Source: an optimization exercise on an open RTL-to-GDS flow (aim: small area, a short achievable clock period and few clock cycles per item). Production flows keep margins and buffers that such runs may drop. The RTL was checked by simulation tests, not by an equivalence proof against the original design.

==> inputs of quartz <==
// rail_loop
module rail_loop (
    input  wire        clk,
    input  wire        rst,           
    input  wire        cfg_we,
    input  wire [5:0]  cfg_addr,
    input  wire [31:0] cfg_wdata,
    input  wire        start,
    input  wire [31:0] i_k,           
    input  wire [31:0] i_sum,         
    output wire        ready,
    output reg         done,
    output reg  [31:0] c_out,         
    output reg  [15:0] insertion,     
    output reg  [3:0]  flags          
);
    localparam [31:0] SAT     = 32'h49742400;    
    localparam [31:0] DELTA   = 32'h3D4CCCCD;    
    localparam [31:0] L_RESET = 32'h42700000;    
    localparam [5:0] A_SECTIONS = 6'd40;
    localparam [5:0] A_LIMIT    = 6'd41;
    localparam [5:0] A_SLEW     = 6'd42;
    localparam [5:0] A_SHARE    = 6'd43;
    localparam [5:0] A_ENABLE   = 6'd44;
    localparam [1:0] S_IDLE = 2'd0,
                     S_P1   = 2'd1,
                     S_P2   = 2'd2,
                     S_LOOP = 2'd3;
    reg  [31:0] coef [0:39];
    reg  [39:0] cv;                   
    reg  [3:0]  sections;
    reg  [31:0] out_limit;
    reg  [31:0] out_slew;
    reg  [31:0] share;
    reg         enable;
    reg  [31:0] s1  [0:7];
    reg  [31:0] s2  [0:7];
    reg  [7:0]  sv;                   
    reg  [31:0] s1n [0:7];
    reg  [31:0] s2n [0:7];
  ...
export LEC_CHECK = 0
export CAP_MARGIN = 20
export CORE_MARGIN = 2
export CORE_UTILIZATION = 40
export SLEW_MARGIN = 20
create_clock -name core_clock -period 17.0 [get_ports {clk}]
standard.sh (not shown) runs the stock make flow with config.mk's settings and CLKGATE_MAP_FILE= SYNTH_SCRIPT=/design/flow/synth_recipe.tcl, a recipe that flattens the netlist after the stock synthesis.
==> flow/flow/run.sh <==
#!/bin/bash
# Standard layout, with timing repair aimed at a tighter setup margin than
# the default so that the achieved period shrinks (the SDC is unchanged).
set -euo pipefail
export SETUP_SLACK_MARGIN=7
bash standard.sh finish > flow_make.log 2>&1
==> willow (differences from quartz) <==
--- a/flow/design.v
+++ b/flow/design.v
@@ -14,31 +14,19 @@
     wire [23:0] ma = {1'b1, a[22:0]};
     wire [23:0] mb = {1'b1, b[22:0]};
     wire [47:0] ra, rb;
     mul24_r8 u_tree (.a(ma), .a3(a3), .b(mb), .ra(ra), .rb(rb));
     wire [47:0] q0 = ra + rb;
     wire [47:0] hs = ra ^ rb ^ 48'h0000_0040_0000;
     wire [47:0] hc = {(ra[46:0] & rb[46:0]) | ((ra[46:0] | rb[46:0]) & 47'h0000_0040_0000), 1'b0};
     wire [47:0] q1 = hs + hc;           
-    wire [5:0]  tza, tzb;
-    lzc32 u_tza (.x({ma[0], ma[1], ma[2], ma[3], ma[4], ma[5], ma[6], ma[7],
-                     ma[8], ma[9], ma[10], ma[11], ma[12], ma[13], ma[14], ma[15],
-                     ma[16], ma[17], ma[18], ma[19], ma[20], ma[21], ma[22], ma[23], 8'd0}),
-                 .n(tza));
-    lzc32 u_tzb (.x({mb[0], mb[1], mb[2], mb[3], mb[4], mb[5], mb[6], mb[7],
-                     mb[8], mb[9], mb[10], mb[11], mb[12], mb[13], mb[14], mb[15],
-                     mb[16], mb[17], mb[18], mb[19], mb[20], mb[21], mb[22], mb[23], 8'd0}),
-                 .n(tzb));
-    wire [5:0]  tzp = {1'b0, tza[4:0]} + {1'b0, tzb[4:0]};
-    wire        z22 = (tzp >= 6'd22);
-    wire        z23 = (tzp >= 6'd23);
     wire        hi   = q0[47];                  
-    wire        tie0 = z22 & !q0[22];
-    wire        tie1 = z23 & !q1[23];
+    wire        tie0 = (q0[22:0] == 23'd0);      
+    wire        tie1 = (q1[23:0] == 24'd0);
     wire        top  = hi & !q1[47];            
     wire [22:0] f0 = {q0[45:24], q0[23] & !tie0};
     wire [22:0] f1 = {q1[46:25], q1[24] & !tie1};
     wire [9:0]  e0 = {2'b00, ea} + {2'b00, eb} - 10'd127;      
     wire [9:0]  e1 = {2'b00, ea} + {2'b00, eb} - 10'd126;
     wire [9:0]  e2 = {2'b00, ea} + {2'b00, eb} - 10'd125;
     wire        o0 = !e0[9] && (e0[8:0] >= 9'd255);
     wire        o1 = !e1[9] && (e1[8:0] >= 9'd255);
@@ -1357,73 +1345,37 @@
     wire [26:0] sha  = sha0 & {27{!biga}};
     wire [26:0] shb  = shb0 & {27{!bigb}};
     wire [26:0] shf  = bx ? shb : sha;
     wire        stk  = bx ? stkb : stka;
     wire [26:0] al  = {shf[26:1], shf[0] | stk};
     wire [27:0] sf  = {1'b0, ml, 3'b000} + ({1'b0, al} ^ {28{eff_sub}}) + {27'd0, eff_sub};
     wire        f_up = sf[27];                 
     wire        f_dn = !sf[27] && !sf[26];     
-    wire [23:0] mA = sf[27:4];
-    wire        gA = sf[3];
-    wire        sA = |sf[2:0];
-    wire [23:0] mB = sf[26:3];
-    wire        gB = sf[2];
-    wire        sB = sf[1] | sf[0];
-    wire [23:0] mC = sf[25:2];
-    wire        gC = sf[1];
-    wire        sC = sf[0];
-    wire [22:0] pA = mA[22:0] + 23'd1;
-    wire [22:0] pB = mB[22:0] + 23'd1;
-    wire [22:0] pC = mC[22:0] + 23'd1;
-    wire        iA = gA & (sA | mA[0]);
-    wire        iB = gB & (sB | mB[0]);
-    wire        iC = gC & (sC | mC[0]);
-    wire        cA = iA & (&mA);                   
-    wire        cB = iB & (&mB);
-    wire        cC = iC & (&mC);
+    wire [26:0] nf  = f_up ? {sf[27:2], sf[1] | sf[0]} : (f_dn ? {sf[25:0], 1'b0} : sf[26:0]);
+    wire [23:0] mN  = nf[26:3];
+    wire        iN  = nf[2] & (nf[1] | nf[0] | mN[0]);
+    wire [22:0] pN  = mN[22:0] + 23'd1;
+    wire        cN  = iN & (&mN);                 
     localparam [22:0] SAT_F = 23'h742400;
-    wire        gtA = (mA[22:0] > SAT_F), geA = (mA[22:0] >= SAT_F);
-    wire        gtB = (mB[22:0] > SAT_F), geB = (mB[22:0] >= SAT_F);
-    wire        gtC = (mC[22:0] > SAT_F), geC = (mC[22:0] >= SAT_F);
+    wire        gtN = (mN[22:0] > SAT_F), geN = (mN[22:0] >= SAT_F);
     wire [8:0]  el_m1 = {1'b0, el} - 9'd1;
     wire [8:0]  el_p1 = {1'b0, el} + 9'd1;
     wire [8:0]  el_p2 = {1'b0, el} + 9'd2;
-    localparam [7:0] SAT_E = 8'h92;
-    wire        ovA  = (el >= 8'd254), ovAc = (el >= 8'd253);
-    wire        ovB  = (el == 8'd255), ovBc = (el >= 8'd254);
-    wire        ovC  = 1'b0,           ovCc = (el == 8'd255);
-    wire        unC  = (el <= 8'd1);
-    wire        xA_gt = (el_p1 > {1'b0, SAT_E}), xA_eq = (el_p1 == {1'b0, SAT_E}), xAc_gt = (el_p2 > {1'b0, SAT_E});
-    wire        xB_gt = (el > SAT_E),            xB_eq = (el == SAT_E),            xBc_gt = (el_p1 > {1'b0, SAT_E});
-    wire        xC_gt = (el_m1 > {1'b0, SAT_E}), xC_eq = (el_m1 == {1'b0, SAT_E}), xCc_gt = (el > SAT_E);
-    reg  [7:0]  efx;
-    reg  [22:0] ff;
-    reg         fovf, funf, fover;
-    always @* begin
-        if (f_up) begin
-            efx   = cA ? el_p2[7:0] : el_p1[7:0];
-            ff    = cA ? 23'd0 : (iA ? pA : mA[22:0]);
-            fovf  = cA ? ovAc : ovA;
-            funf  = 1'b0;
-            fover = cA ? xAc_gt : (xA_gt | (xA_eq & (iA ? geA : gtA)));
-        end else if (f_dn) begin
-            efx   = cC ? el : el_m1[7:0];
-            ff    = cC ? 23'd0 : (iC ? pC : mC[22:0]);
-            fovf  = cC ? ovCc : ovC;
-            funf  = cC ? 1'b0 : unC;
-            fover = cC ? xCc_gt : (xC_gt | (xC_eq & (iC ? geC : gtC)));
-        end else begin
-            efx   = cB ? el_p1[7:0] : el;
-            ff    = cB ? 23'd0 : (iB ? pB : mB[22:0]);
-            fovf  = cB ? ovBc : ovB;
-            funf  = 1'b0;
-            fover = cB ? xBc_gt : (xB_gt | (xB_eq & (iB ? geB : gtB)));
-        end
-    end
+    localparam [8:0] SAT_E = 9'h092;
+    wire [8:0]  eX  = f_up ? el_p1 : (f_dn ? el_m1 : {1'b0, el});
+    wire [8:0]  eXc = f_up ? el_p2 : (f_dn ? {1'b0, el} : el_p1);
+    wire        ovX  = (eX >= 9'd255), ovXc = (eXc >= 9'd255);
+    wire        unX  = (eX == 9'd0);
+    wire        xgt  = (eX > SAT_E), xeq = (eX == SAT_E), xcgt = (eXc > SAT_E);
+    wire [7:0]  efx   = cN ? eXc[7:0] : eX[7:0];
+    wire [22:0] ff    = cN ? 23'd0 : (iN ? pN : mN[22:0]);
+    wire        fovf  = cN ? ovXc : ovX;
+    wire        funf  = !cN & unX;
+    wire        fover = cN ? xcgt : (xgt | (xeq & (iN ? geN : gtN)));
     wire        d0  = (ea == eb);
     wire [25:0] xab = {1'b0, ma, 1'b0} - (d0 ? {1'b0, mb, 1'b0} : {2'b00, mb});
     wire [25:0] xba = {1'b0, mb, 1'b0} - (d0 ? {1'b0, ma, 1'b0} : {2'b00, ma});
     wire        pba = d0 ? xab[25] : bx;
     wire [24:0] sn  = pba ? xba[24:0] : xab[24:0];
     wire [7:0]  eln = pba ? eb : ea;
     wire        sln = pba ? bb[31] : a[31];
     wire [5:0]  lz;
@@ -1552,17 +1504,16 @@
     reg  [7:0]  cpend;                
     reg  [31:0] a1r, a2r;             
     reg         wr_s;                 
     reg  [2:0]  wr_i;
     reg  [31:0] ca1, ca2, ca3;        
     reg  [25:0] c3a1, c3a2, c3a3;     
     reg  [31:0] y;                    
     reg  [31:0] yb2;                  
-    reg  [31:0] yb3;                  
     reg  [31:0] sa;                   
     reg  [31:0] sb;                   
     reg  [31:0] a2a, a2b;             
     reg         a2s;                  
     reg  [31:0] r1;                   
     reg  [31:0] r2, r2d;              
     reg  [31:0] r3;                   
     reg         p_s, p_z;             
@@ -1616,17 +1567,17 @@
     wire v_a1 = (state == S_P2) || (in_o && i_lt_n) || (in_e && i_ge2);
     wire v_a2 = (state == S_P1) || (state == S_P2) || (in_o && i_ge1_le) || (in_e && i_ge2);
     wire l_a1 = (in_o && i_lt_n) || (in_e && i_ge2);          
     wire l_a2 = in_e && i_ge2;                                 
     wire [31:0] m1_y, m2_y, m3_y;
     wire        m1_nf, m2_nf, m3_nf;
     fp32_mul u_mul1 (.a(ca1), .a3(c3a1), .b(y),   .y(m1_y), .nonfinite(m1_nf));
     fp32_mul u_mul2 (.a(ca2), .a3(c3a2), .b(yb2), .y(m2_y), .nonfinite(m2_nf));
-    fp32_mul u_mul3 (.a(ca3), .a3(c3a3), .b(yb3), .y(m3_y), .nonfinite(m3_nf));
+    fp32_mul u_mul3 (.a(ca3), .a3(c3a3), .b(y),   .y(m3_y), .nonfinite(m3_nf));
     wire        a1_sub = (state == S_P2);
     wire [31:0] a1_y;
     wire        a1_nf, a1_over;
     fp32_add u_add1 (.a(sa), .b(sb), .sub(a1_sub), .lim(state == S_LOOP),
                      .y(a1_y), .nonfinite(a1_nf), .over(a1_over));
     wire [31:0] a2_y;
     wire        a2_nf, a2_over;
     fp32_add u_add2 (.a(a2a), .b(a2b), .sub(a2s), .lim(in_e),
@@ -1736,21 +1687,19 @@
         if (last)
             yb2 <= DELTA;
         if (state == S_IDLE || rst) begin
             y   <= is_daz;
             yb2 <= DELTA;
         end else if (state == S_P2) begin
             y   <= a1_y;
             yb2 <= a1_y;
-            yb3 <= a1_y;
         end else if (in_o && i_lt_n) begin
             y   <= a1_y;
             yb2 <= a1_y;
-            yb3 <= a1_y;
         end
         if (state == S_P1)
             lo <= a2_y;
         if (state == S_P2)
             hi <= a2_y;
         a1r  <= a1_y;
         a2r  <= a2_y;
         wr_s <= in_e && i_ge2;
==> flow/flow/run.sh (replaced) <==
#!/bin/bash
# Standard layout, with timing repair aimed at a tighter setup margin than
# the default so that the achieved period shrinks (the SDC is unchanged).
set -euo pipefail
export SETUP_SLACK_MARGIN=8
bash standard.sh finish > flow_make.log 2>&1
- CTS_CLUSTER_DIAMETER: not set -> 100
- CTS_CLUSTER_SIZE: not set -> 20
==> qor summary <==
quantity                                                                    quartz                   willow
Die X                                                                       738 µm                   740 µm
Multi-input logic portion of the cell area                                   0.481                    0.496
Fin Clk Skew                                                              0.151 ns                0.0692 ns
Worst-case register-to-register setup slack                                7.18 ns                  7.97 ns
Post-Route Hold Slack                                                     0.287 ns                 0.325 ns
Combined flip-flop and latch cell area                                  0.0920 mm²               0.0911 mm²
Pre-CTS setup slack                                                        5.12 ns                  4.90 ns
Core area                                                                0.536 mm²                0.540 mm²
Setup crit start                                                           yb2[20]                     c[1]
Status                                                     complete, no violations  complete, no violations
Initial core utilization                                                     0.401                    0.401
Final design utilization                                                     0.448                    0.454
Headroom to the max-slew limit                                               0.145                    0.138
Number of library cell types mapped by synthesis                               121                      111
Multi-input combinational gate total                                         15.0k                    15.4k
Final non-filler cell total                                                  28.2k                    28.7k
Invs w/o clock                                                                1087                     1137
Testbench counts of quartz, summed over its fixed seeds: cycles 43,645, ticks 2,880.
Testbench counts of willow, summed over its fixed seeds: cycles 43,645, ticks 2,880.

==> afterwards: timing with drivers on the ports <==
In the flow no input, the clock included, has a driving cell. The finished layouts below were timed again as built, in two steps.
Step 1: set_driving_cell puts a clkbuf_16 on clk and a buf_2 on each other input, an assumption about the parent block.
Step 2, shift: input delay + t, output delay - t, t = (earliest + latest rising clock arrival at the registers) / 2. This alone moves slack from input paths to output paths.
a / b / c = ideal ports / drivers / drivers and shift; a / b = the first two.
run	t, ns	setup WS [ns]	worst register clock-pin slew, ns
quartz	1.142	7.183 / 7.183 / 6.426	0.08 / 0.08
willow	1.066	7.972 / 7.972 / 7.336	0.10 / 0.10
After both steps setup and hold are still met in every run listed. For quartz, which loses most, drivers alone change the setup slack by 0.000 ns; drivers and shift together by -0.757 ns.
